Source: an optimization exercise on an open RTL-to-GDS flow (aim: small area, a short achievable clock period and few clock cycles per item). Production flows keep margins and buffers that such runs may drop. No run shown here included a check of the RTL's function; only the layout flow was run.

## design/flow/config.mk

```make
export PLATFORM = sky130hd
export DESIGN_NAME = fp8_block_int8
export DESIGN_NICKNAME = fp8_block_int8
export VERILOG_FILES = /design/flow/design.v
export SDC_FILE = /design/flow/constraint.sdc
export NUM_CORES = 8
export LEC_CHECK = 0
export CAP_MARGIN = 20
export CORE_MARGIN = 2
export CORE_UTILIZATION = 65
export CTS_CLUSTER_DIAMETER = 80
export CTS_CLUSTER_SIZE = 30
export PLACE_DENSITY = 0.75
export SLEW_MARGIN = 20
```

## design/flow/constraint.sdc

```tcl
create_clock -name core_clock -period 40.0 [get_ports {clk}]
set_input_delay 8.0000 -clock core_clock [delete_from_list [all_inputs] [get_ports {clk}]]
set_output_delay 8.0000 -clock core_clock [all_outputs]
set_load 0.01 [all_outputs]
```

## design/flow/design.v

```verilog
module bic_adv (
    input  wire [31:0] s,
    output wire [31:0] n
);
    function automatic [31:0] advance32(input [31:0] v);
        integer i;
        reg [31:0] x;
        begin
            x = v;
            for (i = 0; i < 32; i = i + 1)
                x = (x >> 1) ^ (x[0] ? 32'h8020_0003 : 32'h0);
            advance32 = x;
        end
    endfunction
    wire [31:0] u = s ^ (s >> 16);
    wire [31:0] a = advance32(u);
    assign n = a ^ (a >> 16);
endmodule
module bic_whiten (
    input  wire [31:0] w0,
    output wire [31:7] w1h
);
    wire t1 = w0[26] ^ w0[19];
    wire t2 = w0[26] & w0[19];
    wire t3 = w0[25] ^ w0[23] ^ w0[17];
    wire t4 = (w0[25] & w0[23]) | (w0[17] & (w0[25] ^ w0[23]));
    wire t5 = w0[27] ^ w0[20];
    wire t6 = w0[27] & w0[20];
    wire t7 = w0[26] ^ w0[24] ^ w0[18];
    wire t8 = (w0[26] & w0[24]) | (w0[18] & (w0[26] ^ w0[24]));
    wire t9 = w0[12] ^ w0[10] ^ w0[2];
    wire t10 = (w0[12] & w0[10]) | (w0[2] & (w0[12] ^ w0[10]));
    wire t11 = w0[27] ^ w0[25] ^ w0[19];
    wire t12 = (w0[27] & w0[25]) | (w0[19] & (w0[27] ^ w0[25]));
    wire t13 = w0[13] ^ w0[11] ^ w0[3];
    wire t14 = (w0[13] & w0[11]) | (w0[3] & (w0[13] ^ w0[11]));
    wire t15 = w0[29] ^ w0[22];
    wire t16 = w0[29] & w0[22];
    wire t17 = w0[28] ^ w0[26] ^ w0[20];
    wire t18 = (w0[28] & w0[26]) | (w0[20] & (w0[28] ^ w0[26]));
    wire t19 = w0[14] ^ w0[12] ^ w0[4];
    wire t20 = (w0[14] & w0[12]) | (w0[4] & (w0[14] ^ w0[12]));
    wire t21 = w0[30] ^ w0[23] ^ w0[16];
    wire t22 = (w0[30] & w0[23]) | (w0[16] & (w0[30] ^ w0[23]));
    wire t23 = w0[29] ^ w0[27] ^ w0[21];
    wire t25 = w0[15] ^ w0[13] ^ w0[5];
    wire t27 = w0[31] ^ w0[24] ^ w0[17];
    wire t29 = w0[16] ^ w0[9];
    wire t30 = w0[16] & w0[9];
    wire t31 = w0[15] ^ w0[13] ^ w0[7];
    wire t32 = (w0[15] & w0[13]) | (w0[7] & (w0[15] ^ w0[13]));
    wire t33 = w0[17] ^ w0[10];
    wire t34 = w0[17] & w0[10];
    wire t35 = w0[16] ^ w0[14] ^ w0[8];
    wire t36 = (w0[16] & w0[14]) | (w0[8] & (w0[16] ^ w0[14]));
    wire t37 = w0[18] ^ w0[11] ^ w0[4];
    wire t38 = (w0[18] & w0[11]) | (w0[4] & (w0[18] ^ w0[11]));
    wire t39 = w0[17] ^ w0[15] ^ w0[9];
    wire t40 = (w0[17] & w0[15]) | (w0[9] & (w0[17] ^ w0[15]));
    wire t41 = w0[3] ^ w0[0] ^ w0[1];
    wire t42 = (w0[3] & w0[0]) | (w0[1] & (w0[3] ^ w0[0]));
    wire t43 = w0[19] ^ w0[12];
    wire t44 = w0[19] & w0[12];
    wire t45 = w0[18] ^ w0[16] ^ w0[10];
    wire t46 = (w0[18] & w0[16]) | (w0[10] & (w0[18] ^ w0[16]));
    wire t47 = w0[20] ^ w0[13] ^ w0[6];
    wire t48 = (w0[20] & w0[13]) | (w0[6] & (w0[20] ^ w0[13]));
    wire t49 = ~w0[4] ^ ~w0[2];
    wire t50 = ~w0[4] & ~w0[2];
    wire t51 = w0[19] ^ w0[17] ^ w0[11];
    wire t52 = (w0[19] & w0[17]) | (w0[11] & (w0[19] ^ w0[17]));
    wire t53 = w0[21] ^ w0[14] ^ w0[7];
    wire t54 = (w0[21] & w0[14]) | (w0[7] & (w0[21] ^ w0[14]));
    wire t55 = ~w0[0] ^ w0[5] ^ w0[3];
    wire t56 = (~w0[0] & w0[5]) | (w0[3] & (~w0[0] ^ w0[5]));
    wire t57 = w0[20] ^ w0[18] ^ w0[12];
    wire t58 = (w0[20] & w0[18]) | (w0[12] & (w0[20] ^ w0[18]));
    wire t59 = w0[22] ^ w0[15] ^ w0[8];
    wire t60 = (w0[22] & w0[15]) | (w0[8] & (w0[22] ^ w0[15]));
    wire t61 = ~w0[1] ^ w0[6] ^ w0[4];
    wire t62 = (~w0[1] & w0[6]) | (w0[4] & (~w0[1] ^ w0[6]));
    wire t63 = w0[21] ^ w0[19] ^ w0[13];
    wire t64 = (w0[21] & w0[19]) | (w0[13] & (w0[21] ^ w0[19]));
    wire t65 = w0[23] ^ w0[16] ^ w0[9];
    wire t66 = (w0[23] & w0[16]) | (w0[9] & (w0[23] ^ w0[16]));
    wire t67 = ~w0[2] ^ w0[7] ^ w0[5];
    wire t68 = (~w0[2] & w0[7]) | (w0[5] & (~w0[2] ^ w0[7]));
    wire t69 = w0[22] ^ w0[20] ^ w0[14];
    wire t70 = (w0[22] & w0[20]) | (w0[14] & (w0[22] ^ w0[20]));
    wire t71 = w0[24] ^ w0[17] ^ w0[10];
    wire t72 = (w0[24] & w0[17]) | (w0[10] & (w0[24] ^ w0[17]));
    wire t73 = ~w0[3] ^ w0[8] ^ w0[6];
    wire t74 = (~w0[3] & w0[8]) | (w0[6] & (~w0[3] ^ w0[8]));
    wire t75 = w0[23] ^ w0[21] ^ w0[15];
    wire t76 = (w0[23] & w0[21]) | (w0[15] & (w0[23] ^ w0[21]));
    wire t77 = w0[25] ^ w0[18] ^ w0[11];
    wire t78 = (w0[25] & w0[18]) | (w0[11] & (w0[25] ^ w0[18]));
    wire t79 = ~w0[4] ^ w0[9] ^ w0[7];
    wire t80 = (~w0[4] & w0[9]) | (w0[7] & (~w0[4] ^ w0[9]));
    wire t81 = w0[24] ^ w0[22] ^ w0[16];
    wire t82 = (w0[24] & w0[22]) | (w0[16] & (w0[24] ^ w0[22]));
    wire t83 = t1 ^ w0[12] ^ w0[5];
    wire t84 = (t1 & w0[12]) | (w0[5] & (t1 ^ w0[12]));
    wire t85 = w0[10] ^ w0[8] ^ ~w0[0];
    wire t86 = (w0[10] & w0[8]) | (~w0[0] & (w0[10] ^ w0[8]));
    wire t87 = t3 ^ w0[11] ^ w0[9];
    wire t88 = (t3 & w0[11]) | (w0[9] & (t3 ^ w0[11]));
    wire t89 = t5 ^ w0[13] ^ w0[6];
    wire t90 = (t5 & w0[13]) | (w0[6] & (t5 ^ w0[13]));
    wire t91 = w0[0] ^ w0[1] ^ ~t2;
    wire t92 = (w0[0] & w0[1]) | (~t2 & (w0[0] ^ w0[1]));
    wire t93 = t7 ^ t9 ^ t4;
    wire t94 = (t7 & t9) | (t4 & (t7 ^ t9));
    wire t95 = w0[28] ^ w0[21] ^ w0[14];
    wire t96 = (w0[28] & w0[21]) | (w0[14] & (w0[28] ^ w0[21]));
    wire t97 = w0[7] ^ w0[0] ^ t6;
    wire t98 = (w0[7] & w0[0]) | (t6 & (w0[7] ^ w0[0]));
    wire t99 = t11 ^ t13 ^ w0[0];
    wire t100 = (t11 & t13) | (w0[0] & (t11 ^ t13));
    wire t101 = w0[1] ^ t8 ^ t10;
    wire t102 = (w0[1] & t8) | (t10 & (w0[1] ^ t8));
    wire t103 = t15 ^ w0[15] ^ w0[8];
    wire t104 = (t15 & w0[15]) | (w0[8] & (t15 ^ w0[15]));
    wire t105 = t17 ^ t19 ^ w0[2];
    wire t106 = (t17 & t19) | (w0[2] & (t17 ^ t19));
    wire t107 = t21 ^ w0[9] ^ w0[0];
    wire t108 = (t21 & w0[9]) | (w0[0] & (t21 ^ w0[9]));
    wire t109 = t12 ^ t14 ^ ~t16;
    wire t110 = (t12 & t14) | (~t16 & (t12 ^ t14));
    wire t111 = t23 ^ t25 ^ w0[3];
    wire t113 = t27 ^ w0[10] ^ w0[1];
    wire t115 = t18 ^ t20 ^ ~t22;
    wire t117 = w0[10] ^ w0[3];
    wire t118 = w0[10] & w0[3];
    wire t119 = w0[9] ^ w0[7] ^ w0[0];
    wire t120 = (w0[9] & w0[7]) | (w0[0] & (w0[9] ^ w0[7]));
    wire t121 = w0[11] ^ w0[4];
    wire t122 = w0[11] & w0[4];
    wire t123 = w0[10] ^ w0[8] ^ w0[2];
    wire t124 = (w0[10] & w0[8]) | (w0[2] & (w0[10] ^ w0[8]));
    wire t125 = w0[12] ^ w0[5];
    wire t126 = w0[12] & w0[5];
    wire t127 = w0[11] ^ w0[9] ^ w0[3];
    wire t128 = (w0[11] & w0[9]) | (w0[3] & (w0[11] ^ w0[9]));
    wire t129 = w0[13] ^ w0[6];
    wire t130 = w0[13] & w0[6];
    wire t131 = w0[12] ^ w0[10] ^ w0[4];
    wire t132 = (w0[12] & w0[10]) | (w0[4] & (w0[12] ^ w0[10]));
    wire t133 = w0[14] ^ w0[7] ^ w0[0];
    wire t134 = (w0[14] & w0[7]) | (w0[0] & (w0[14] ^ w0[7]));
    wire t135 = w0[13] ^ w0[11] ^ w0[5];
    wire t136 = (w0[13] & w0[11]) | (w0[5] & (w0[13] ^ w0[11]));
    wire t137 = w0[15] ^ w0[8] ^ w0[1];
    wire t138 = (w0[15] & w0[8]) | (w0[1] & (w0[15] ^ w0[8]));
    wire t139 = w0[14] ^ w0[12] ^ w0[6];
    wire t140 = (w0[14] & w0[12]) | (w0[6] & (w0[14] ^ w0[12]));
    wire t141 = t29 ^ w0[2] ^ w0[0];
    wire t142 = (t29 & w0[2]) | (w0[0] & (t29 ^ w0[2]));
    wire t143 = t31 ^ w0[0] ^ w0[1];
    wire t144 = (t31 & w0[0]) | (w0[1] & (t31 ^ w0[0]));
    wire t145 = t33 ^ w0[3] ^ t30;
    wire t146 = (t33 & w0[3]) | (t30 & (t33 ^ w0[3]));
    wire t147 = t35 ^ w0[2] ^ t32;
    wire t148 = (t35 & w0[2]) | (t32 & (t35 ^ w0[2]));
    wire t149 = t37 ^ w0[0] ^ t34;
    wire t150 = (t37 & w0[0]) | (t34 & (t37 ^ w0[0]));
    wire t151 = t39 ^ t41 ^ t36;
    wire t152 = (t39 & t41) | (t36 & (t39 ^ t41));
    wire t153 = t43 ^ w0[5] ^ t38;
    wire t154 = (t43 & w0[5]) | (t38 & (t43 ^ w0[5]));
    wire t155 = t45 ^ t40 ^ t42;
    wire t156 = (t45 & t40) | (t42 & (t45 ^ t40));
    wire t157 = t47 ^ t49 ^ t44;
    wire t158 = (t47 & t49) | (t44 & (t47 ^ t49));
    wire t159 = t51 ^ t55 ^ t46;
    wire t160 = (t51 & t55) | (t46 & (t51 ^ t55));
    wire t161 = t53 ^ t48 ^ t50;
    wire t162 = (t53 & t48) | (t50 & (t53 ^ t48));
    wire t163 = t57 ^ t61 ^ t52;
    wire t164 = (t57 & t61) | (t52 & (t57 ^ t61));
    wire t165 = t59 ^ t54 ^ ~t56;
    wire t166 = (t59 & t54) | (~t56 & (t59 ^ t54));
    wire t167 = t63 ^ t67 ^ t58;
    wire t168 = (t63 & t67) | (t58 & (t63 ^ t67));
    wire t169 = t65 ^ t60 ^ ~t62;
    wire t170 = (t65 & t60) | (~t62 & (t65 ^ t60));
    wire t171 = t69 ^ t73 ^ t64;
    wire t172 = (t69 & t73) | (t64 & (t69 ^ t73));
    wire t173 = t71 ^ t66 ^ ~t68;
    wire t174 = (t71 & t66) | (~t68 & (t71 ^ t66));
    wire t175 = t75 ^ t79 ^ t70;
    wire t176 = (t75 & t79) | (t70 & (t75 ^ t79));
    wire t177 = t77 ^ t72 ^ ~t74;
    wire t178 = (t77 & t72) | (~t74 & (t77 ^ t72));
    wire t179 = t81 ^ t85 ^ t76;
    wire t180 = (t81 & t85) | (t76 & (t81 ^ t85));
    wire t181 = t83 ^ t78 ^ ~t80;
    wire t182 = (t83 & t78) | (~t80 & (t83 ^ t78));
    wire t183 = t87 ^ t91 ^ t82;
    wire t184 = (t87 & t91) | (t82 & (t87 ^ t91));
    wire t185 = t89 ^ t84 ^ ~t86;
    wire t186 = (t89 & t84) | (~t86 & (t89 ^ t84));
    wire t187 = t93 ^ t88 ^ t92;
    wire t188 = (t93 & t88) | (t92 & (t93 ^ t88));
    wire t189 = t95 ^ t97 ^ t90;
    wire t190 = (t95 & t97) | (t90 & (t95 ^ t97));
    wire t191 = t99 ^ t101 ^ t94;
    wire t192 = (t99 & t101) | (t94 & (t99 ^ t101));
    wire t193 = t103 ^ t96 ^ t98;
    wire t194 = (t103 & t96) | (t98 & (t103 ^ t96));
    wire t195 = t105 ^ t109 ^ t100;
    wire t196 = (t105 & t109) | (t100 & (t105 ^ t109));
    wire t197 = t107 ^ ~t102 ^ t104;
    wire t198 = (t107 & ~t102) | (t104 & (t107 ^ ~t102));
    wire t199 = t111 ^ t115 ^ t106;
    wire t201 = t113 ^ t108 ^ ~t110;
    wire t203 = w0[5] ^ ~w0[3];
    wire t204 = w0[5] & ~w0[3];
    wire t205 = w0[6] ^ ~w0[4];
    wire t206 = w0[6] & ~w0[4];
    wire t207 = w0[7] ^ w0[0] ^ ~w0[5];
    wire t208 = (w0[7] & w0[0]) | (~w0[5] & (w0[7] ^ w0[0]));
    wire t209 = w0[8] ^ w0[1] ^ ~w0[6];
    wire t210 = (w0[8] & w0[1]) | (~w0[6] & (w0[8] ^ w0[1]));
    wire t211 = w0[9] ^ w0[2] ^ ~w0[7];
    wire t212 = (w0[9] & w0[2]) | (~w0[7] & (w0[9] ^ w0[2]));
    wire t213 = ~t117 ^ w0[8] ^ w0[6];
    wire t214 = (~t117 & w0[8]) | (w0[6] & (~t117 ^ w0[8]));
    wire t215 = t119 ^ ~t121 ^ w0[1];
    wire t216 = (t119 & ~t121) | (w0[1] & (t119 ^ ~t121));
    wire t217 = t123 ^ ~t125 ^ t120;
    wire t218 = (t123 & ~t125) | (t120 & (t123 ^ ~t125));
    wire t219 = t127 ^ ~t129 ^ t124;
    wire t220 = (t127 & ~t129) | (t124 & (t127 ^ ~t129));
    wire t221 = t131 ^ ~t133 ^ t128;
    wire t222 = (t131 & ~t133) | (t128 & (t131 ^ ~t133));
    wire t223 = t135 ^ ~t137 ^ t132;
    wire t224 = (t135 & ~t137) | (t132 & (t135 ^ ~t137));
    wire t225 = t139 ^ ~t141 ^ t136;
    wire t226 = (t139 & ~t141) | (t136 & (t139 ^ ~t141));
    wire t227 = t143 ^ ~t145 ^ t140;
    wire t228 = (t143 & ~t145) | (t140 & (t143 ^ ~t145));
    wire t229 = t147 ^ ~t149 ^ t144;
    wire t230 = (t147 & ~t149) | (t144 & (t147 ^ ~t149));
    wire t231 = t151 ^ ~t153 ^ t148;
    wire t232 = (t151 & ~t153) | (t148 & (t151 ^ ~t153));
    wire t233 = t155 ^ ~t157 ^ t152;
    wire t234 = (t155 & ~t157) | (t152 & (t155 ^ ~t157));
    wire t235 = t159 ^ ~t161 ^ t156;
    wire t236 = (t159 & ~t161) | (t156 & (t159 ^ ~t161));
    wire t237 = t163 ^ ~t165 ^ t160;
    wire t238 = (t163 & ~t165) | (t160 & (t163 ^ ~t165));
    wire t239 = t167 ^ ~t169 ^ t164;
    wire t240 = (t167 & ~t169) | (t164 & (t167 ^ ~t169));
    wire t241 = t171 ^ ~t173 ^ t168;
    wire t242 = (t171 & ~t173) | (t168 & (t171 ^ ~t173));
    wire t243 = t175 ^ ~t177 ^ t172;
    wire t244 = (t175 & ~t177) | (t172 & (t175 ^ ~t177));
    wire t245 = t179 ^ ~t181 ^ t176;
    wire t246 = (t179 & ~t181) | (t176 & (t179 ^ ~t181));
    wire t247 = t183 ^ ~t185 ^ t180;
    wire t248 = (t183 & ~t185) | (t180 & (t183 ^ ~t185));
    wire t249 = t187 ^ ~t189 ^ t184;
    wire t250 = (t187 & ~t189) | (t184 & (t187 ^ ~t189));
    wire t251 = t191 ^ ~t193 ^ t188;
    wire t252 = (t191 & ~t193) | (t188 & (t191 ^ ~t193));
    wire t253 = t195 ^ ~t197 ^ t192;
    wire t254 = (t195 & ~t197) | (t192 & (t195 ^ ~t197));
    wire t255 = t199 ^ ~t201 ^ t196;
    wire t257 = w0[3] ^ ~w0[0];
    wire t258 = w0[3] & ~w0[0];
    wire t259 = w0[4] ^ ~w0[2] ^ w0[0];
    wire t260 = (w0[4] & ~w0[2]) | (w0[0] & (w0[4] ^ ~w0[2]));
    wire t261 = ~t203 ^ w0[0] ^ w0[1];
    wire t262 = (~t203 & w0[0]) | (w0[1] & (~t203 ^ w0[0]));
    wire t263 = t205 ^ ~w0[2] ^ t204;
    wire t264 = (t205 & ~w0[2]) | (t204 & (t205 ^ ~w0[2]));
    wire t265 = t207 ^ ~w0[3] ^ t206;
    wire t266 = (t207 & ~w0[3]) | (t206 & (t207 ^ ~w0[3]));
    wire t267 = t209 ^ ~w0[4] ^ t208;
    wire t268 = (t209 & ~w0[4]) | (t208 & (t209 ^ ~w0[4]));
    wire t269 = t211 ^ ~w0[5] ^ t210;
    wire t270 = (t211 & ~w0[5]) | (t210 & (t211 ^ ~w0[5]));
    wire t271 = ~t213 ^ w0[0] ^ t212;
    wire t272 = (~t213 & w0[0]) | (t212 & (~t213 ^ w0[0]));
    wire t273 = t215 ^ ~t118 ^ t214;
    wire t274 = (t215 & ~t118) | (t214 & (t215 ^ ~t118));
    wire t275 = t217 ^ ~t122 ^ t216;
    wire t276 = (t217 & ~t122) | (t216 & (t217 ^ ~t122));
    wire t277 = t219 ^ ~t126 ^ t218;
    wire t278 = (t219 & ~t126) | (t218 & (t219 ^ ~t126));
    wire t279 = t221 ^ ~t130 ^ t220;
    wire t280 = (t221 & ~t130) | (t220 & (t221 ^ ~t130));
    wire t281 = t223 ^ ~t134 ^ t222;
    wire t282 = (t223 & ~t134) | (t222 & (t223 ^ ~t134));
    wire t283 = t225 ^ ~t138 ^ t224;
    wire t284 = (t225 & ~t138) | (t224 & (t225 ^ ~t138));
    wire t285 = t227 ^ ~t142 ^ t226;
    wire t286 = (t227 & ~t142) | (t226 & (t227 ^ ~t142));
    wire t287 = t229 ^ ~t146 ^ t228;
    wire t288 = (t229 & ~t146) | (t228 & (t229 ^ ~t146));
    wire t289 = t231 ^ ~t150 ^ t230;
    wire t290 = (t231 & ~t150) | (t230 & (t231 ^ ~t150));
    wire t291 = t233 ^ ~t154 ^ t232;
    wire t292 = (t233 & ~t154) | (t232 & (t233 ^ ~t154));
    wire t293 = t235 ^ ~t158 ^ t234;
    wire t294 = (t235 & ~t158) | (t234 & (t235 ^ ~t158));
    wire t295 = t237 ^ ~t162 ^ t236;
    wire t296 = (t237 & ~t162) | (t236 & (t237 ^ ~t162));
    wire t297 = t239 ^ ~t166 ^ t238;
    wire t298 = (t239 & ~t166) | (t238 & (t239 ^ ~t166));
    wire t299 = t241 ^ ~t170 ^ t240;
    wire t300 = (t241 & ~t170) | (t240 & (t241 ^ ~t170));
    wire t301 = t243 ^ ~t174 ^ t242;
    wire t302 = (t243 & ~t174) | (t242 & (t243 ^ ~t174));
    wire t303 = t245 ^ ~t178 ^ t244;
    wire t304 = (t245 & ~t178) | (t244 & (t245 ^ ~t178));
    wire t305 = t247 ^ ~t182 ^ t246;
    wire t306 = (t247 & ~t182) | (t246 & (t247 ^ ~t182));
    wire t307 = t249 ^ ~t186 ^ t248;
    wire t308 = (t249 & ~t186) | (t248 & (t249 ^ ~t186));
    wire t309 = t251 ^ ~t190 ^ t250;
    wire t310 = (t251 & ~t190) | (t250 & (t251 ^ ~t190));
    wire t311 = t253 ^ ~t194 ^ t252;
    wire t312 = (t253 & ~t194) | (t252 & (t253 ^ ~t194));
    wire t313 = t255 ^ ~t198 ^ t254;
    wire [31:0] ra = {~t313, ~t311, ~t309, ~t307, ~t305, ~t303, ~t301, ~t299, ~t297, ~t295, ~t293, ~t291, ~t289, ~t287, ~t285, ~t283, ~t281, ~t279, ~t277, ~t275, ~t273, t271, t269, t267, t265, t263, ~t261, t259, t257, w0[2], w0[1], w0[0]};
    wire [31:0] rb = {~t312, ~t310, ~t308, ~t306, ~t304, ~t302, ~t300, ~t298, ~t296, ~t294, ~t292, ~t290, ~t288, ~t286, ~t284, ~t282, ~t280, ~t278, ~t276, ~t274, t272, t270, t268, t266, t264, ~t262, t260, t258, ~w0[1], w0[0], 1'b0, 1'b0};
    wire [31:0] g0 = ra & rb;
    wire [31:0] p0 = ra ^ rb;
    reg  [31:0] G, Pp;
    reg  [31:0] c;         
    integer i, s;
    always @(*) begin
        G  = g0;
        Pp = p0;
        for (s = 1; s < 32; s = s * 2)
            for (i = 2*s - 1; i < 32; i = i + 2*s) begin
                G[i]  = G[i] | (Pp[i] & G[i-s]);
                Pp[i] = Pp[i] & Pp[i-s];
            end
        for (s = 8; s >= 1; s = s / 2)
            for (i = 3*s - 1; i < 32; i = i + 2*s) begin
                G[i]  = G[i] | (Pp[i] & G[i-s]);
                Pp[i] = Pp[i] & Pp[i-s];
            end
        c[0] = 1'b0;
        for (i = 1; i < 32; i = i + 1)
            c[i] = G[i-1];
    end
    wire [31:0] w1 = p0 ^ c;
    assign w1h = w1[31:7];
endmodule
module bic_elem (
    input  wire [7:0]  code,
    input  wire        fmt,        
    input  wire [4:0]  emx,
    input  wire [1:0]  rmode,      
    input  wire [31:7] w1,         
    input  wire        kill,       
    output wire [7:0]  q
);
    wire [31:7] draw = w1 ^ {15'b0, w1[31:22]};
    wire [4:0] e   = fmt ? code[6:2] : {1'b0, code[6:3]};
    wire       en  = (e != 5'd0);
    wire [3:0] sig = fmt ? {1'b0, en, code[1:0]} : {en, code[2:0]};
    wire [4:0] ebx = (en ? e : 5'd1) - {4'b0, ~fmt};
    wire [4:0] sh  = emx - ebx;
    reg  [38:7] wide;
    integer b, k;
    always @(*) begin
        for (b = 7; b <= 38; b = b + 1) begin
            wide[b] = 1'b0;
            for (k = 0; k < 4; k = k + 1)
                if (36 + k - b >= 0 && 36 + k - b <= 31)
                    wide[b] = wide[b] | (sig[k] & (sh == 36 + k - b));
        end
    end
    wire [6:0]  ip   = wide[38:32];
    wire [31:7] frac = wide[31:7];
    reg  [31:0] g, p;
    integer s, i;
    always @(*) begin
        g = {7'b0, frac & draw};
        p = {7'h7F, frac | draw};
        for (s = 1; s < 32; s = s * 2)
            for (i = 0; i < 32; i = i + 2 * s) begin
                g[i + 2*s - 1] = g[i + 2*s - 1] | (p[i + 2*s - 1] & g[i + s - 1]);
                p[i + 2*s - 1] = p[i + 2*s - 1] & p[i + s - 1];
            end
    end
    wire up_sr  = g[31];
    wire up_rne = frac[31] & ((|frac[30:7]) | ip[0]);
    wire up     = (rmode == 2'd0) ? up_rne :
                  (rmode == 2'd2) ? up_sr  : 1'b0;
    wire       sn = code[7];
    wire [7:0] qq = {sn, ip ^ {7{sn}}} + {7'b0, up ^ sn};
    assign q = kill ? 8'd0 : qq;
endmodule
module fp8_block_int8 (
    input  wire        clk,
    input  wire        rst,
    input  wire        in_valid,
    output wire        in_ready,
    input  wire        in_wr,       
    input  wire [5:0]  in_idx,      
    input  wire [63:0] in_data,     
    input  wire        in_fmt,      
    input  wire [1:0]  in_rmode,    
    input  wire [7:0]  in_scale,    
    input  wire        in_first,    
    output wire        out_valid,
    input  wire        out_ready,
    output wire [63:0] out_data,    
    output wire [7:0]  out_scale,   
    output wire [3:0]  out_fault    
);
    reg        rst_r;
    always @(posedge clk)
        rst_r <= rst;
    reg  [1:0] ph;
    reg        seeding;
    reg  [5:0] sc;            
    always @(posedge clk) begin
        if (rst_r) begin
            ph      <= 2'd0;
            seeding <= 1'b1;
            sc      <= 6'd0;
        end else begin
            ph <= ph + 2'd1;
            if (seeding) begin
                sc <= sc + 6'd1;
                if (sc == 6'd63)
                    seeding <= 1'b0;
            end
        end
    end
    wire [5:0] si;
    reg [31:0] seed_rom;
    always @(*) begin
        case (si)
            6'd0: seed_rom = 32'h993dfcab;
            6'd1: seed_rom = 32'h7f2c8d7f;
            6'd2: seed_rom = 32'h087b9872;
            6'd3: seed_rom = 32'h283c5b81;
            6'd4: seed_rom = 32'hcfc1345f;
            6'd5: seed_rom = 32'hc5343d1e;
            6'd6: seed_rom = 32'he8b08026;
            6'd7: seed_rom = 32'h48128598;
            6'd8: seed_rom = 32'h86cd9e9a;
            6'd9: seed_rom = 32'h59cf881b;
            6'd10: seed_rom = 32'hb7f71133;
            6'd11: seed_rom = 32'hfb9be627;
            6'd12: seed_rom = 32'h8ac7b383;
            6'd13: seed_rom = 32'hc7883f9e;
            6'd14: seed_rom = 32'h825e8ad9;
            6'd15: seed_rom = 32'h3d337696;
            6'd16: seed_rom = 32'h4a91b760;
            6'd17: seed_rom = 32'h669a1dde;
            6'd18: seed_rom = 32'hcb0a35f6;
            6'd19: seed_rom = 32'h16ace811;
            6'd20: seed_rom = 32'h27b51a53;
            6'd21: seed_rom = 32'h1625ca5f;
            6'd22: seed_rom = 32'hb126cab9;
            6'd23: seed_rom = 32'he11fc417;
            6'd24: seed_rom = 32'h33c79b98;
            6'd25: seed_rom = 32'hb582f78d;
            6'd26: seed_rom = 32'he03f3e8c;
            6'd27: seed_rom = 32'h839a943b;
            6'd28: seed_rom = 32'h0c92b494;
            6'd29: seed_rom = 32'h13a6ac9a;
            6'd30: seed_rom = 32'h2f9b2601;
            6'd31: seed_rom = 32'h9f99a862;
            6'd32: seed_rom = 32'h451e17a8;
            6'd33: seed_rom = 32'h2379f507;
            6'd34: seed_rom = 32'hc6e721d1;
            6'd35: seed_rom = 32'hedb8e03c;
            6'd36: seed_rom = 32'h1442fc5c;
            6'd37: seed_rom = 32'h82ce8796;
            6'd38: seed_rom = 32'h6dfc6cd6;
            6'd39: seed_rom = 32'h4dff513f;
            6'd40: seed_rom = 32'h8bc93921;
            6'd41: seed_rom = 32'h37fedc5d;
            6'd42: seed_rom = 32'h44c7c21d;
            6'd43: seed_rom = 32'h3f6d31e7;
            6'd44: seed_rom = 32'hfab2fd04;
            6'd45: seed_rom = 32'h62d99e47;
            6'd46: seed_rom = 32'h6977d0ff;
            6'd47: seed_rom = 32'h1ea58cf3;
            6'd48: seed_rom = 32'hc0a49a46;
            6'd49: seed_rom = 32'h9eeda9c3;
            6'd50: seed_rom = 32'hf4ae62aa;
            6'd51: seed_rom = 32'hf025ed73;
            6'd52: seed_rom = 32'h880f8a0d;
            6'd53: seed_rom = 32'he6879dd3;
            6'd54: seed_rom = 32'h2018983a;
            6'd55: seed_rom = 32'h494bc890;
            6'd56: seed_rom = 32'ha5fc047e;
            6'd57: seed_rom = 32'h48badda6;
            6'd58: seed_rom = 32'hc911cb67;
            6'd59: seed_rom = 32'h17a83bfc;
            6'd60: seed_rom = 32'h6b2c8676;
            6'd61: seed_rom = 32'h1d34670b;
            6'd62: seed_rom = 32'h1f566399;
            6'd63: seed_rom = 32'h5aeef022;
            default: seed_rom = 32'h0;
        endcase
    end
    reg         in_ready_r;
    reg         ins_r;          
    reg  [1:0]  icnt;           
    reg  [63:0] S0, S1, S2, S3, T;
    wire        fire = in_valid & in_ready_r;
    assign in_ready = in_ready_r;
    always @(posedge clk) begin
        S0 <= ins_r ? in_data : S3;
        S1 <= S0;
        S2 <= S1;
        S3 <= S2;
        T  <= S3;
    end
    reg        rin_wr, rin_fmt, rin_par, last_par;
    reg  [1:0] rin_rm;
    reg  [7:0] rin_sc;
    reg  [5:0] rin_idx;
    wire       cap0 = ins_r & (icnt == 2'd0);
    always @(posedge clk) begin
        if (cap0) begin
            rin_wr  <= in_wr;
            rin_fmt <= in_fmt;
            rin_rm  <= in_rmode;
            rin_sc  <= in_scale;
            rin_idx <= in_idx;
            rin_par <= in_first ? 1'b0 : ~last_par;
        end
    end
    reg        fire_r;
    reg  [1:0] fbeat_r;
    always @(posedge clk) begin
        fire_r  <= ~rst_r & fire;
        fbeat_r <= icnt;
        if (rst_r)
            last_par <= 1'b1;
        else if (fire_r && fbeat_r == 2'd0 && !rin_wr)
            last_par <= rin_par;
    end
    function automatic gt5(input [4:0] a, input [4:0] b);
        gt5 = (a[4] & ~b[4]) | (~(a[4] ^ b[4]) & ((a[3] & ~b[3]) | (~(a[3] ^ b[3]) &
              ((a[2] & ~b[2]) | (~(a[2] ^ b[2]) & ((a[1] & ~b[1]) | (~(a[1] ^ b[1]) &
              (a[0] & ~b[0]))))))));
    endfunction
    function automatic [4:0] max5(input [4:0] a, input [4:0] b);
        max5 = gt5(a, b) ? a : b;
    endfunction
    wire [9:0] thr_hi = 10'd276 - {2'b0, rin_sc};
    wire [9:0] thr_lo = 10'd22  - {2'b0, rin_sc};    
    reg  [39:0] mx;
    reg  [4:0]  bmax;
    reg         bnz, bbad, bhi, bge, nze;
    reg  [4:0]  ef;
    reg  [5:0]  ebv;
    integer e, w;
    always @(*) begin
        bnz  = 1'b0;
        bbad = 1'b0;
        bhi  = 1'b0;
        bge  = 1'b0;
        for (e = 0; e < 8; e = e + 1) begin
            if (!rin_fmt) begin
                ef   = {1'b0, S0[8*e+3 +: 4]};
                bbad = bbad | (S0[8*e +: 7] == 7'h7F);
            end else begin
                ef   = S0[8*e+2 +: 5];
                bbad = bbad | (S0[8*e+2 +: 5] == 5'd31);
            end
            if (ef == 5'd0)
                ef = 5'd1;
            ebv = {1'b0, ef} + (rin_fmt ? 6'd1 : 6'd9);
            nze = (S0[8*e +: 7] != 7'd0);
            mx[5*e +: 5] = nze ? ef : 5'd0;
            bnz = bnz | nze;
            bhi = bhi | (nze && {4'b0, ebv} > thr_hi);
            bge = bge | (nze && (thr_lo[9] || {4'b0, ebv} >= thr_lo));
        end
        for (w = 4; w >= 1; w = w / 2)
            for (e = 0; e < w; e = e + 1)
                mx[5*e +: 5] = max5(mx[10*e +: 5], mx[10*e+5 +: 5]);
        bmax = mx[4:0];
    end
    reg  [4:0] acc_max;
    reg        acc_nz, acc_bad, acc_hi, acc_ge;
    wire       acc_new = fire_r & (fbeat_r == 2'd0);
    wire [4:0] n_max   = !fire_r ? acc_max : acc_new ? bmax : max5(bmax, acc_max);
    wire       n_nz    = !fire_r ? acc_nz  : bnz  | (acc_nz  & ~acc_new);
    wire       n_bad   = !fire_r ? acc_bad : bbad | (acc_bad & ~acc_new);
    wire       n_hi    = !fire_r ? acc_hi  : bhi  | (acc_hi  & ~acc_new);
    wire       n_ge    = !fire_r ? acc_ge  : bge  | (acc_ge  & ~acc_new);
    always @(posedge clk) begin
        acc_max <= n_max;
        acc_nz  <= n_nz;
        acc_bad <= n_bad;
        acc_hi  <= n_hi;
        acc_ge  <= n_ge;
    end
    wire       f_nan = (rin_sc == 8'hFF);
    wire       f_rng = n_nz & (n_hi | ~n_ge);
    wire [3:0] f_flt = f_nan ? 4'd2 : n_bad ? 4'd3 : f_rng ? 4'd4 : 4'd0;
    wire [7:0] f_sum = rin_sc + {3'b0, n_max} - (rin_fmt ? 8'd21 : 8'd13);
    wire [7:0] f_osc = (f_nan | n_bad | f_rng) ? 8'd0 : n_nz ? f_sum : rin_sc;
    wire       f_den = (rin_rm == 2'd2) & ~(f_nan | n_bad | f_rng);
    reg        busy, pend;
    reg  [1:0] pcnt;
    reg        p_wr, p_fmt, p_par, p_den;
    reg  [1:0] p_rm;
    reg  [5:0] p_idx;
    reg  [4:0] p_emx;
    reg  [7:0] p_osc;
    reg  [3:0] p_flt;
    reg  [31:0] wd;
    reg  issue_r;
    wire room;
    wire start  = !seeding && ph == 2'd0 && !busy && pend && (rin_wr || room);
    wire issue  = (start && !rin_wr) ||
                  (busy && !p_wr && ph == pcnt && room);
    wire c_wr   = start ? rin_wr  : p_wr;
    wire [5:0] widx = start ? rin_idx : p_idx;
    wire wapply = (start || busy) && c_wr && ph == widx[4:3];
    wire den    = start ? f_den   : p_den;
    wire par    = start ? rin_par : p_par;
    wire dcommit = issue & den;
    wire        wnz   = seeding | (wd != 32'd0);      
    wire [5:0]  wgen  = seeding ? {sc[5], sc[1:0], sc[4:2]} : widx;
    always @(posedge clk) begin
        if (rst_r) begin
            busy    <= 1'b0;
            pend    <= 1'b0;
            pcnt    <= 2'd0;
        end else begin
            pend    <= (fire && (icnt == 2'd3 || (icnt == 2'd0 && in_wr))) || (pend && !start);
            if (start) begin
                busy <= rin_wr ? (rin_idx[4:3] != 2'd0) : 1'b1;
                pcnt <= 2'd1;
            end else if (busy) begin
                if (p_wr) begin
                    if (ph == p_idx[4:3])
                        busy <= 1'b0;
                end else if (issue) begin
                    pcnt <= pcnt + 2'd1;
                    if (pcnt == 2'd3)
                        busy <= 1'b0;
                end
            end
        end
        if (start) begin
            p_wr  <= rin_wr;
            p_fmt <= rin_fmt;
            p_par <= rin_par;
            p_den <= f_den;
            p_rm  <= rin_rm;
            p_idx <= rin_idx;
            p_emx <= n_max;
            p_osc <= f_osc;
            p_flt <= f_flt;
        end
    end
    reg  [255:0] G0 [0:3];
    reg  [255:0] G1 [0:3];
    reg  [23:0]  xsel;
    wire [23:0]  xsel_n;
    wire [255:0] tail0, tail1;
    wire [199:0] dnext;      
    reg  [199:0] dreg;
    genvar l;
    generate
        for (l = 0; l < 8; l = l + 1) begin : lane
            wire [2:0]  sl = xsel[3*l +: 3];
            wire [31:0] xv = ({32{sl[0]}} & G0[0][32*l +: 32]) |
                             ({32{sl[1]}} & G1[0][32*l +: 32]) |
                             ({32{sl[2]}} & wd);
            wire [31:0] nv;
            bic_adv u_adv (.s(xv), .n(nv));
            bic_whiten u_wht (.w0(xv), .w1h(dnext[25*l +: 25]));
            wire tw = sl[2] && wnz;
            wire t0 = (dcommit && !par) || (tw && !wgen[5]);
            wire t1 = (dcommit &&  par) || (tw &&  wgen[5]);
            assign tail0[32*l +: 32] = t0 ? nv : G0[0][32*l +: 32];
            assign tail1[32*l +: 32] = t1 ? nv : G1[0][32*l +: 32];
        end
    endgenerate
    always @(posedge clk) begin
        xsel  <= xsel_n;
        G0[0] <= G0[1]; G0[1] <= G0[2]; G0[2] <= G0[3]; G0[3] <= tail0;
        G1[0] <= G1[1]; G1[1] <= G1[2]; G1[2] <= G1[3]; G1[3] <= tail1;
        dreg  <= dnext;
    end
    always @(posedge clk)
        issue_r <= ~rst_r & issue;
    wire [63:0] qv;
    generate
        for (l = 0; l < 8; l = l + 1) begin : cv
            bic_elem u_elem (
                .code  (T[8*l +: 8]),
                .fmt   (p_fmt),
                .emx   (p_emx),
                .rmode (p_rm),
                .w1    (dreg[25*l +: 25]),
                .kill  (p_flt != 4'd0),
                .q     (qv[8*l +: 8])
            );
        end
    endgenerate
    wire [75:0] res = {p_flt, p_osc, qv};
    reg  [75:0] F [0:2];
    reg  [75:0] H;
    reg  [1:0]  wp;            
    reg  [1:0]  hc;            
    reg  [1:0]  qn;            
    reg         ov_r;          
    wire        pop  = ov_r & out_ready;
    wire        push = issue_r;
    function automatic [1:0] inc3(input [1:0] x);
        inc3 = (x == 2'd2) ? 2'd0 : x + 2'd1;
    endfunction
    wire [1:0]  nxt    = ov_r ? inc3(hc) : hc;
    wire [1:0]  qrem   = qn - {1'b0, ov_r};         
    wire        nxt_ok = (qrem != 2'd0) || push;
    wire [75:0] nxt_v  = (qrem == 2'd0) ? res : F[nxt];
    assign room = ({1'b0, qn} + {2'b0, issue_r}) < 3'd3;
    always @(posedge clk) begin
        if (push)
            F[wp] <= res;
        H <= nxt_v;
        if (rst_r) begin
            wp   <= 2'd0;
            hc   <= 2'd0;
            qn   <= 2'd0;
            ov_r <= 1'b0;
        end else begin
            if (push)
                wp <= inc3(wp);
            if (pop)
                hc <= inc3(hc);
            qn   <= qn + {1'b0, push} - {1'b0, pop};
            ov_r <= !rst && nxt_ok && (!ov_r || out_ready);
        end
    end
    assign out_valid = ov_r;
    assign out_data  = H[63:0];
    assign out_scale = H[71:64];
    assign out_fault = H[75:72];
    wire [1:0] ph_n     = ph + 2'd1;
    wire       seed_n   = seeding && sc != 6'd63;
    wire       busy_n   = start ? (rin_wr ? (rin_idx[4:3] != 2'd0) : 1'b1) :
                          (busy && !(p_wr ? ph == p_idx[4:3] : (issue && pcnt == 2'd3)));
    wire       pwr_n    = start ? rin_wr : p_wr;
    wire [1:0] pcnt_n   = start ? 2'd1 : (busy && !p_wr && issue) ? pcnt + 2'd1 : pcnt;
    wire [7:0] rdy_c;
    genvar k;
    generate
        for (k = 0; k < 8; k = k + 1) begin : rc
            localparam [0:0] KF = k & 1;           
            localparam [0:0] KW = (k >> 1) & 1;    
            localparam [0:0] KP = (k >> 2) & 1;    
            wire [1:0] icn = KF ? ((icnt == 2'd0 && KW) ? 2'd0 : icnt + 2'd1) : icnt;
            wire       pnd = (KF && (icnt == 2'd3 || (icnt == 2'd0 && KW))) || (pend && !start);
            wire [2:0] qnn = {1'b0, qn} + {2'b0, push} - {2'b0, KP};
            wire       rmn = (qnn + {2'b0, issue}) < 3'd3;
            wire       stn = ph_n == 2'd0 && !busy_n && pnd && (rin_wr || rmn);
            wire       isn = busy_n && !pwr_n && ph_n == pcnt_n && rmn;
            wire       sok = (icn == 2'd0) ? (!pnd || stn)
                                           : (!busy_n || pwr_n || pcnt_n > icn || isn);
            assign rdy_c[k] = !seed_n && ph_n == icn && sok;
        end
    endgenerate
    wire       rdy_n    = rdy_c[{pop, in_wr, fire}];
    wire [1:0] icnt_n   = fire ? ((icnt == 2'd0 && in_wr) ? 2'd0 : icnt + 2'd1) : icnt;
    wire       seed_nx  = rst_r || seed_n;
    wire [5:0] sc_nx    = rst_r ? 6'd0 : seeding ? sc + 6'd1 : sc;
    wire [5:0] pidx_n   = start ? rin_idx : p_idx;
    wire       wstart_n = !seed_n && ph == 2'd3 && !busy_n && pend && rin_wr;
    wire       wapp_n   = !rst_r && ((wstart_n && rin_idx[4:3] == 2'd0) ||
                                     (busy_n && pwr_n && ph_n == pidx_n[4:3]));
    wire [2:0] wlane_n  = seed_nx ? sc_nx[4:2] : wstart_n ? rin_idx[2:0] : pidx_n[2:0];
    wire       wsel_n   = seed_nx || wapp_n;
    wire       par_n    = (ph == 2'd3) ? rin_par : par;
    genvar m;
    generate
        for (m = 0; m < 8; m = m + 1) begin : nsel
            wire w = wsel_n && wlane_n == m;
            assign xsel_n[3*m +: 3] = {w, !w && par_n, !w && !par_n};
        end
    endgenerate
    assign si = sc_nx;
    wire [31:0] wslot = S2[31:0];
    always @(posedge clk) begin
        if (seed_nx)
            wd <= seed_rom;
        else if (wstart_n)
            wd <= wslot ^ (wslot >> 16);
    end
    always @(posedge clk) begin
        in_ready_r <= !rst && !rst_r && rdy_n;
        ins_r      <= rdy_n;
        icnt       <= rst_r ? 2'd0 : icnt_n;
    end
endmodule
```

## design/flow/run.sh

```bash
#!/bin/bash
# synth_recipe.tcl (not shown) runs the flow's synth.tcl, then flattens the netlist and writes it again
# the make line also repeats each setting of config.mk as NAME=value (left out here)
make -C /OpenROAD-flow-scripts/flow DESIGN_CONFIG=/design/flow/config.mk WORK_HOME=/design/flow/orfs CLKGATE_MAP_FILE= SYNTH_SCRIPT=/design/flow/synth_recipe.tcl finish
```

==> run summary, run 1 <==
Clocking
The longest clock path from root to sink contains 3 buffers. The library cell used as clock root buffer is sky130_fd_sc_hd__clkbuf_16. TritonCTS built the clock tree. The number of setup buffers added after CTS is 0. After clock tree synthesis, the repair step resized 0 gates. The clock latency at the later pin of the worst-skew pair is 0.88 ns. Buffers inserted during clock tree synthesis total 144.

The maximum level of the CTS H-tree is 4. The register clock-pin slew on the reported worst setup and hold paths is 0.11 ns. The clock drives 3010 sinks. Hold repair after CTS inserted 0 buffers.

Logic synthesis
The unique cell type count in the Yosys netlist is 96. For this run, the leading register cell type out of synthesis is sky130_fd_sc_hd__dfxtp_1. The number of nets handed over by synthesis was 14392. Of all flip-flops after synthesis, the portion carrying an async set or reset was 0%.

For this run, the register share of the synthesized area comes to 43.49%. The portion of synthesized cell area occupied by the leading cell type is 37.39%. The number of register bits inferred by synthesis is 3010. The mean instance size in the synthesized netlist is 11.61 µm². sky130_fd_sc_hd__dfxtp_1 takes more of the synthesized area than any other cell. Sorting the synthesized cells by area gives the leading types as sky130_fd_sc_hd__dfxtp_1 (37%), sky130_fd_sc_hd__fa_1 (16%), sky130_fd_sc_hd__xnor2_1 (7.1%). After technology mapping, the gate count stands at 12520.

During synthesis, Yosys emitted a total of 6 warnings. In this run, synthesis inferred 295 flip-flops with an integrated enable. In this run the cell area of the synthesized design comes to 145300 µm².

Final layout
The fraction of layout instances using a drive strength above 1 is 10.30%. After routing the design area is 157200 µm². The number of nets in the layout is 14623.

The layout has 15982 filler cells. The area overhead of the layout relative to synthesis is 8.125%.

Global routing
The number of antenna violations at the first check in global routing is 45. The residual overflow from global routing is 0. The via count of the first global-routing pass is 96672. For this run, the total global-route usage over all layers was measured as 35.65%.

The maximum number of pins on one net before global-route repair is 77. The global-route wire length before repair is 609800 µm.

Floorplan
The die is 476.9 µm wide. Once the floorplan was initialized, standard cells occupied 65.38% of the core. Measured along the y axis, the die boundary spans 476.9 µm. The area of the die is 227400 µm².

The core region is 222300 µm². For this design the top-level I/O count stands at 165. The row count is 173.

STA
The worst pin sits at a relative slew slack of 21.18%. The total negative setup slack is 0 ns. The worst-case clock skew is 0.07606 ns. The count of pins over their slew limit came to 0. The achievable clock frequency is 0.09917 GHz. The setup-violating endpoint count in the final report is 0. The final setup slack of the worst path is 29.92 ns. The fraction of the cycle the final worst path needs is 25.21%.

The transition time of the tightest slew-check pin is 1.182 ns. Setup repair after global routing left no endpoint under its margin. The clock period could shrink to 10.08 ns.

The worst-case hold slack is 0.3047 ns. The final-report hold violation count is 0.

Setup path
The worst register-to-register path has a setup slack of 30.31 ns. The start-to-end type of the worst setup path is reg2out. In this design, the stage delay of the slowest critical-path cell is 0.69 ns. The worst register-to-register path ends at p_osc[7]$_SDFFCE_PP0P_. The kind of end point of the critical path is an output pin. In this run the number of cells on the critical path is 1.

The critical path goes through clkdlybuf4s50_1. The reg-to-reg critical path startpoint is rin_fmt$_DFFE_PP_. The number of buffer and inverter stages on the critical path is 1. Among cell families on the critical path, the largest total delay comes from buffers and inverters. For the worst setup path, the data arrival time is 2.08 ns. For the worst flop-to-flop path, the logic depth is 40. The critical path's slowest cell is sky130_fd_sc_hd__clkdlybuf4s50_1. Of all nets on the critical path, the largest fanout is 6. STA puts the critical path data required time at 32.00 ns. STA classifies the critical path startpoint as a flip-flop.

Routing
The number of design-rule violations left by the first detailed-router iteration is 10745. For this run, the detailed router's first-pass iteration total came to 10. After detailed routing, the number of remaining DRC violations is 0. The number of antenna-violating nets in the routed design is 0.

Dividing the detail-routed via count by the number of cells gives 5.980. For this block, the via count after detailed routing is 94824. Wires add up to 407000 µm. The average detailed-routed wire length per instance is 25.67 µm.

Job
The number of violations of the max-capacitance limit is 0.

Placement
Prior to clock tree synthesis, the placed netlist has a worst setup slack of 30.00 ns. The congestion estimate from routability-driven global placement came to 0.9889. The port buffer count is 163. The total placed instance area is 152000 µm².

The HPWL after detailed placement is 297100 µm.

Min path
The min-delay analysis places its worst path in the category reg2reg. The start point of the worst min-delay path is G0[2][63]$_DFF_P_. The worst hold path terminates at G0[1][63]$_DFF_P_. The cell count of the worst hold path is 0.

Outcome
The flow ran to the end and the layout has no timing, DRC or antenna violations.
## state kept, by name, indices dropped and copies added (netlist names), 3 cells and up
register and count:
rin_idx 6, F 225, p_flt 3, S3 64, G1 1024, p_osc 8
xsel 24, S0 64, dreg 200, H 75, G0 1024, p_idx 6
acc_max 5, rin_sc 8, S1 64, T 64, sc 6, S2 64
wd 32, p_emx 5
## through the flow
stage	utilization, %	std cells
floorplan	-	12520
global placement	68.38	15578
detailed placement	68.39	15580
CTS	70.63	15810
global route	70.66	15825
finish	70.70	15857
## layout by cell type, fill, tap and decap left out, types with 41 or more instances in the layout
cell type,n
sky130_fd_sc_hd__a211oi_1,72
sky130_fd_sc_hd__diode_2,47
sky130_fd_sc_hd__clkbuf_16,153
sky130_fd_sc_hd__maj3_1,46
sky130_fd_sc_hd__o21a_1,73
sky130_fd_sc_hd__a21o_1,178
sky130_fd_sc_hd__o22ai_1,48
sky130_fd_sc_hd__o21ai_0,364
sky130_fd_sc_hd__mux2i_1,182
sky130_fd_sc_hd__xnor2_2,41
sky130_fd_sc_hd__clkdlybuf4s50_1,163
sky130_fd_sc_hd__edfxtp_1,295
sky130_fd_sc_hd__nor2_1,464
sky130_fd_sc_hd__nand4_1,47
sky130_fd_sc_hd__nor4_1,49
sky130_fd_sc_hd__xor2_1,410
sky130_fd_sc_hd__nor3_1,128
sky130_fd_sc_hd__dfxtp_1,2714
sky130_fd_sc_hd__a21oi_1,333
sky130_fd_sc_hd__xnor2_1,1169
sky130_fd_sc_hd__a31oi_1,66
sky130_fd_sc_hd__mux2_2,600
sky130_fd_sc_hd__a222oi_1,259
sky130_fd_sc_hd__nand2b_1,49
sky130_fd_sc_hd__buf_4,358
sky130_fd_sc_hd__nand3_1,129
sky130_fd_sc_hd__nand2_1,487
sky130_fd_sc_hd__inv_1,1410
sky130_fd_sc_hd__fa_1,1172
sky130_fd_sc_hd__ha_1,613
## worst max-delay path by stage
stage,endpoint,from
final,out_valid,ov_r$_SDFF_PP0_
after global routing,p_osc[7]$_SDFFCE_PP0P_,rin_fmt$_DFFE_PP_
after CTS,out_valid,ov_r$_SDFF_PP0_
after detailed placement,in_ready_r$_DFF_P_,out_ready
after global placement,in_ready_r$_DFF_P_,out_ready
after floorplan,p_osc[7]$_SDFFCE_PP0P_,rin_fmt$_DFFE_PP_
## cells in the mapped netlist (39+ instances only)
master,instances
sky130_fd_sc_hd__nor2_1,471
sky130_fd_sc_hd__o21a_1,73
sky130_fd_sc_hd__a222oi_1,259
sky130_fd_sc_hd__nand3_1,129
sky130_fd_sc_hd__dfxtp_1,2715
sky130_fd_sc_hd__xnor2_1,1172
sky130_fd_sc_hd__xor2_1,410
sky130_fd_sc_hd__buf_1,39
sky130_fd_sc_hd__fa_1,1172
sky130_fd_sc_hd__a21o_1,178
sky130_fd_sc_hd__mux2i_1,185
sky130_fd_sc_hd__nor3_1,130
sky130_fd_sc_hd__a311oi_1,40
sky130_fd_sc_hd__nand2_1,487
sky130_fd_sc_hd__a21oi_1,348
sky130_fd_sc_hd__o21ai_0,365
sky130_fd_sc_hd__inv_1,1411
sky130_fd_sc_hd__nor4_1,49
sky130_fd_sc_hd__nor2b_1,40
sky130_fd_sc_hd__edfxtp_1,295
sky130_fd_sc_hd__mux2_2,600
sky130_fd_sc_hd__a31oi_1,66
sky130_fd_sc_hd__nand4_1,47
sky130_fd_sc_hd__maj3_1,46
sky130_fd_sc_hd__o22ai_1,48
sky130_fd_sc_hd__clkbuf_1,385
sky130_fd_sc_hd__a211oi_1,72
sky130_fd_sc_hd__nand2b_1,49
sky130_fd_sc_hd__ha_1,613
## metal layers
layer / wire length (µm) / vias up / GRT usage [%]
met5: 219 / - / 0.3571
met4: 20660 / 18 / 17.29
met3: 37720 / 887 / 7.673
met2: 181700 / 4370 / 54.42
met1: 166800 / 47239 / 48.47
li1: - / 42310 / -
## area by class of cell
type                       count  area, µm²  area share, %
sequential                  3010      63210          40.22
clock inverter                65       1092         0.6950
clock buffer                 165       3884          2.471
tap                         2975       3722          2.369
multi-input combinational   7654      75460          48.02
timing repair buffer         523       4344          2.764
antenna                       47      117.6        0.07484
inverter                    1418       5324          3.388
## cell families (layout without fill, tap and decap cells)
logic type      count (synthesis)  count (layout)  synth area share (%)
flops                        3010            3010                 43.49
buf+inv                      1856            2171                 4.815
fa+ha+maj                    1831            1831                 21.74
compound gates               1793            1793                 8.663
xor+xnor                     1637            1637                 10.22
simple gates                 1606            1606                 5.132
mux                           786             786                 5.938
other cells                     1              48              0.002580
==> inputs of run 2 (changes only) <==
--- a/design/flow/config.mk
+++ b/design/flow/config.mk
@@ -8,7 +8,7 @@
 export CAP_MARGIN = 20
 export CORE_MARGIN = 2
 export CORE_UTILIZATION = 65
-export CTS_CLUSTER_DIAMETER = 80
-export CTS_CLUSTER_SIZE = 30
+export CTS_CLUSTER_DIAMETER = 100
+export CTS_CLUSTER_SIZE = 25
 export PLACE_DENSITY = 0.75
 export SLEW_MARGIN = 20
==> run 2 against run 1 <==
Still clean. Clock skew is 0.042 ns lower. Register-to-register slack improved by 0.05 ns. Core utilization down 0.21 points. Synthesized cell count stayed put. Worst setup slack better by 0.0039 ns.
==> run summary, run 2 <==
Placement
The setup slack after placement is 30.00 ns (unchanged). The last weighted congestion value of the routability-driven placer is 0.9889 (unchanged). The port buffer count is 163 (unchanged). The number of placed instances with taps included is 15580 (unchanged).

The total half-perimeter wirelength after legalization and detailed placement is 297100 µm (unchanged).

Floorplan
The area of the core is 222300 µm² (unchanged). The die outline width is 476.9 µm (unchanged). The initial cell density of the core is 65.38% (unchanged). The area of the die is 227400 µm² (unchanged).

The vertical extent of the die is 476.9 µm (unchanged). The number of ports placed on the die boundary was 165 (unchanged). The row count was 173 (unchanged).

Logic synthesis
The total of warnings raised by yosys came to 6 (unchanged). The portion of synthesized cell area occupied by the leading cell type is 37.39% (unchanged). The synthesized netlist cell count came to 12520 (unchanged). The most used standard cell by instance count after synthesis is sky130_fd_sc_hd__dfxtp_1 (unchanged). The dominant register cell in the synthesized netlist is sky130_fd_sc_hd__dfxtp_1 (unchanged). Leading post-synthesis cells by cell area: sky130_fd_sc_hd__dfxtp_1 (37%), sky130_fd_sc_hd__fa_1 (16%), sky130_fd_sc_hd__xnor2_1 (7.1%) (unchanged). The number of synthesized flops with an enable pin is 295 (unchanged). The area of the mapped netlist is 145300 µm² (unchanged). The number of nets produced by synthesis was 14392 (unchanged).

The number of register bits inferred by synthesis is 3010 (unchanged). The mean instance size in the synthesized netlist is 11.61 µm² (unchanged). The unique cell type count in the Yosys netlist is 96 (unchanged). The largest area contributor in the netlist is sky130_fd_sc_hd__dfxtp_1 (unchanged). Post-synth top cells: sky130_fd_sc_hd__dfxtp_1 (2715), sky130_fd_sc_hd__inv_1 (1411), sky130_fd_sc_hd__fa_1 (1172), sky130_fd_sc_hd__xnor2_1 (1172), sky130_fd_sc_hd__ha_1 (613) (unchanged). The share of synthesized area occupied by flip-flops and latches is 43.49% (unchanged). The fraction of registers with async set/reset came to 0% (unchanged).

Global routing
The number of antenna violations at the first check in global routing was 38 (was 45). The met1 layer usage reported by global route is 48.59% (was 48.47%). The maximum number of pins on one net before global-route repair is 77 (unchanged). The residual overflow from global routing was 0 (unchanged).

The via count of the first global-routing pass came to 96961 (was 96672). The met3 routing resource usage after global routing is 7.707% (was 7.673%). The met2 track demand over resource is 54.82% (was 54.42%). The total routing resource utilization after global routing was 35.83% (was 35.65%). The most crowded layer after global routing is met2 (unchanged). The global-route wire length before repair is 612400 µm (was 609800 µm).

Clocking
The clock tree from TritonCTS is built (unchanged). The clock latency at the later pin of the worst-skew pair came to 0.86 ns (was 0.88 ns). The maximum level of the CTS H-tree is 4 (unchanged). The hold buffer count at cts is 0 (unchanged). The maximum clock insertion buffer count is 3 (unchanged). The number of clock sinks was 3010 (unchanged). The register clock-pin slew on the reported worst setup and hold paths came to 0.10 ns (was 0.11 ns). The total clock buffers created by CTS came to 150 (was 144).

The library cell used as clock root buffer is sky130_fd_sc_hd__clkbuf_16 (unchanged). The number of setup buffers added after CTS is 0 (unchanged). The number of cells upsized or downsized after cts is 0 (unchanged).

Setup path
The path depth of the worst reg2reg path is 40 (unchanged). The start-to-end type of the worst setup path was reg2out (unchanged). The critical path's slowest cell is sky130_fd_sc_hd__clkdlybuf4s50_1 (unchanged).

The kind of end point of the critical path is an output pin (unchanged). The endpoint of the worst-slack reg-to-reg timing path was p_osc[7]$_SDFFCE_PP0P_ (unchanged). The type of origin of the critical path is a flip-flop (unchanged). The longest individual stage delay on the worst path is 0.68 ns (was 0.69 ns). The top fanout value on the critical path is 6 (unchanged). The critical path required time is 32.00 ns (about the same). The setup slack of the worst register-to-register path is 30.36 ns (was 30.31 ns).

The number of buffer and inverter stages on the critical path is 1 (unchanged). The reg-to-reg critical path startpoint is rin_fmt$_DFFE_PP_ (unchanged). The data arrival at the endpoint of the critical path is 2.08 ns (about the same). CP cell instances: clkdlybuf4s50_1 (unchanged). The kind of cell with the highest combined delay on the critical path is buffers and inverters (unchanged).

Final layout
The area overhead of the layout relative to synthesis is 7.807% (was 8.125%). Largest registers: G0 x1024, G1 x1024, F x225 (unchanged). The most common cell after layout, fill and taps aside is sky130_fd_sc_hd__dfxtp_1 (unchanged). The fraction of layout instances using a drive strength above 1 came to 10.11% (was 10.30%). The count of fill cells added during filler insertion is 15998 (was 15982). The area used by multi-input combinational logic came to 75460 µm² (unchanged). The number of nets in the layout is 14629 (was 14623). Most used cells in the layout excluding fill and tap cells: sky130_fd_sc_hd__dfxtp_1 (2714), sky130_fd_sc_hd__inv_1 (1410), sky130_fd_sc_hd__fa_1 (1172), sky130_fd_sc_hd__xnor2_1 (1169), sky130_fd_sc_hd__ha_1 (613) (unchanged). The register area was 63210 µm² (unchanged). The non-filler instance count after layout was 15835 (was 15857).

STA
The max-slew headroom at the worst pin is 21.38% (was 21.18%). The transition time of the tightest slew-check pin is 1.179 ns (was 1.182 ns). The achievable clock frequency was 0.09921 GHz (was 0.09917 GHz). The setup-violating endpoint count in the final report is 0 (unchanged). The count of pins over their slew limit came to 0 (unchanged).

The total negative setup slack came to 0 ns (unchanged). Unrepaired setup endpoints after global routing: no (unchanged). The fraction of the cycle the final worst path needs came to 25.20% (was 25.21%). The final setup slack of the worst path came to 29.92 ns (about the same).

The minimum clock period after layout is 10.08 ns (about the same). The final-report hold violation count came to 0 (unchanged). The worst-case hold slack came to 0.3082 ns (was 0.3047 ns). The worst-case clock skew is 0.03431 ns (was 0.07606 ns).

Routing
The via-per-instance ratio is 5.982 (was 5.980). The average detailed-routed wire length per instance was 25.85 µm (was 25.67 µm). The wire length reported by the detailed router is 409400 µm (was 407000 µm). The number of search-and-repair iterations in the first detailed-routing pass is 10 (unchanged). The detailed-route via count is 94721 (was 94824). The number of design-rule violations left by the first detailed-router iteration is 10896 (was 10745).

The number of antenna-violating nets in the routed design came to 0 (unchanged). The final routed DRC violation total was 0 (unchanged).

Min path
The start point of the worst min-delay path is G1[3][210]$_DFF_P_ (was G0[2][63]$_DFF_P_). The cell count of the worst hold path is 0 (unchanged). The worst hold path endpoint was G1[2][210]$_DFF_P_ (was G0[1][63]$_DFF_P_). The path type of the worst min-delay path is reg2reg (unchanged).

Outcome
Status: complete, no violations (unchanged).

Job
The number of violations of the max-capacitance limit is 0 (unchanged).
==> run 2: changes by cell type in the layout (fill, tap and decap cells not counted), moves of 3 or more <==
cell / delta
sky130_fd_sc_hd__clkinv_16: -7
sky130_fd_sc_hd__clkinv_4: -4
sky130_fd_sc_hd__inv_12: -6
sky130_fd_sc_hd__diode_2: -9
sky130_fd_sc_hd__inv_8: -4
sky130_fd_sc_hd__inv_6: +3
sky130_fd_sc_hd__clkbuf_1: +14
sky130_fd_sc_hd__inv_16: -4
==> run 2: logic make-up (layout without fill, tap and decap cells) <==
kind of cell | Yosys count | in the layout | synth area share [%]
flip-flops | 3010 | 3010 | 43.49
buffers and inverters | 1856 | 2158 | 4.815
adder cells (fa/ha/maj) | 1831 | 1831 | 21.74
AO/OA/AOI/OAI | 1793 | 1793 | 8.663
XOR/XNOR | 1637 | 1637 | 10.22
AND/OR/NAND/NOR | 1606 | 1606 | 5.132
multiplexers | 786 | 786 | 5.938
other | 1 | 39 | 0.002580
==> run 2: how the worst max path moves through the flow <==
stage                      startpoint                endpoint  cells past startpoint
floorplan           rin_fmt$_DFFE_PP_  p_osc[7]$_SDFFCE_PP0P_                     42
global placement            out_ready      in_ready_r$_DFF_P_                      7
detailed placement          out_ready      in_ready_r$_DFF_P_                      7
CTS                   ov_r$_SDFF_PP0_               out_valid                      1
global route        rin_fmt$_DFFE_PP_  p_osc[7]$_SDFFCE_PP0P_                     40
finish                ov_r$_SDFF_PP0_               out_valid                      1
==> run 2: layout make-up <==
class | instances | share of cell area [%]
inverters | 1418 | 3.398
repair buffers | 523 | 2.772
well taps | 2975 | 2.376
multi-input cells | 7654 | 48.16
flip-flops and latches | 3010 | 40.34
clock inverters | 39 | 0.3913
clock buffers | 178 | 2.503
diodes | 38 | 0.06069
==> run 2: per-stage QoR <==
step	cell area, µm²	util [%]
after global routing	156600	70.46
after detailed placement	152000	68.39
final	156700	70.49
after floorplan	145300	-
after global placement	152000	68.38
after CTS	156600	70.43
==> run 2: routing by layer <==
| layer | wire length, µm | share of wire (%) |
|---|---|---|
| met1 | 168100 | 41 |
| met5 | 272 | 0.066 |
| met3 | 36320 | 8.9 |
| met2 | 182700 | 45 |
| met4 | 21940 | 5.4 |

[static timing again, ports no longer ideal]
The results above use ideal ports. As a check the final layouts listed here were re-extracted and re-timed, cells and wires unchanged. Step 1 sets driving cells, clkbuf_16 on the clock port and buf_2 on the other inputs (assumed; they add their load-dependent delay and slew). Step 2 moves the port delays by t, midway between the first and last clock arrival at a register: inputs arrive t later, outputs are due t later. That takes back most of the time a late clock gives input paths. Slacks: no drivers / after step 1 / after step 2; pairs: no drivers / after step 1.
| run | shift t [ns] | setup WS [ns] | worst setup path at the end | clock arrival spread, ns | worst slew at a driven data input, ns |
|---|---|---|---|---|---|
| run 1 | 0.949 | 29.916 / 29.808 / 29.932 | input to register | 0.079 / 0.079 | 0.11 |
| run 2 | 0.948 | 29.920 / 29.824 / 29.868 | input to register | 0.045 / 0.045 | 0.11 |
After both steps setup and hold are still met in every run listed. The setup slack of run 2, which loses most, moves by -0.096 ns with the drivers and by -0.052 ns with both steps.
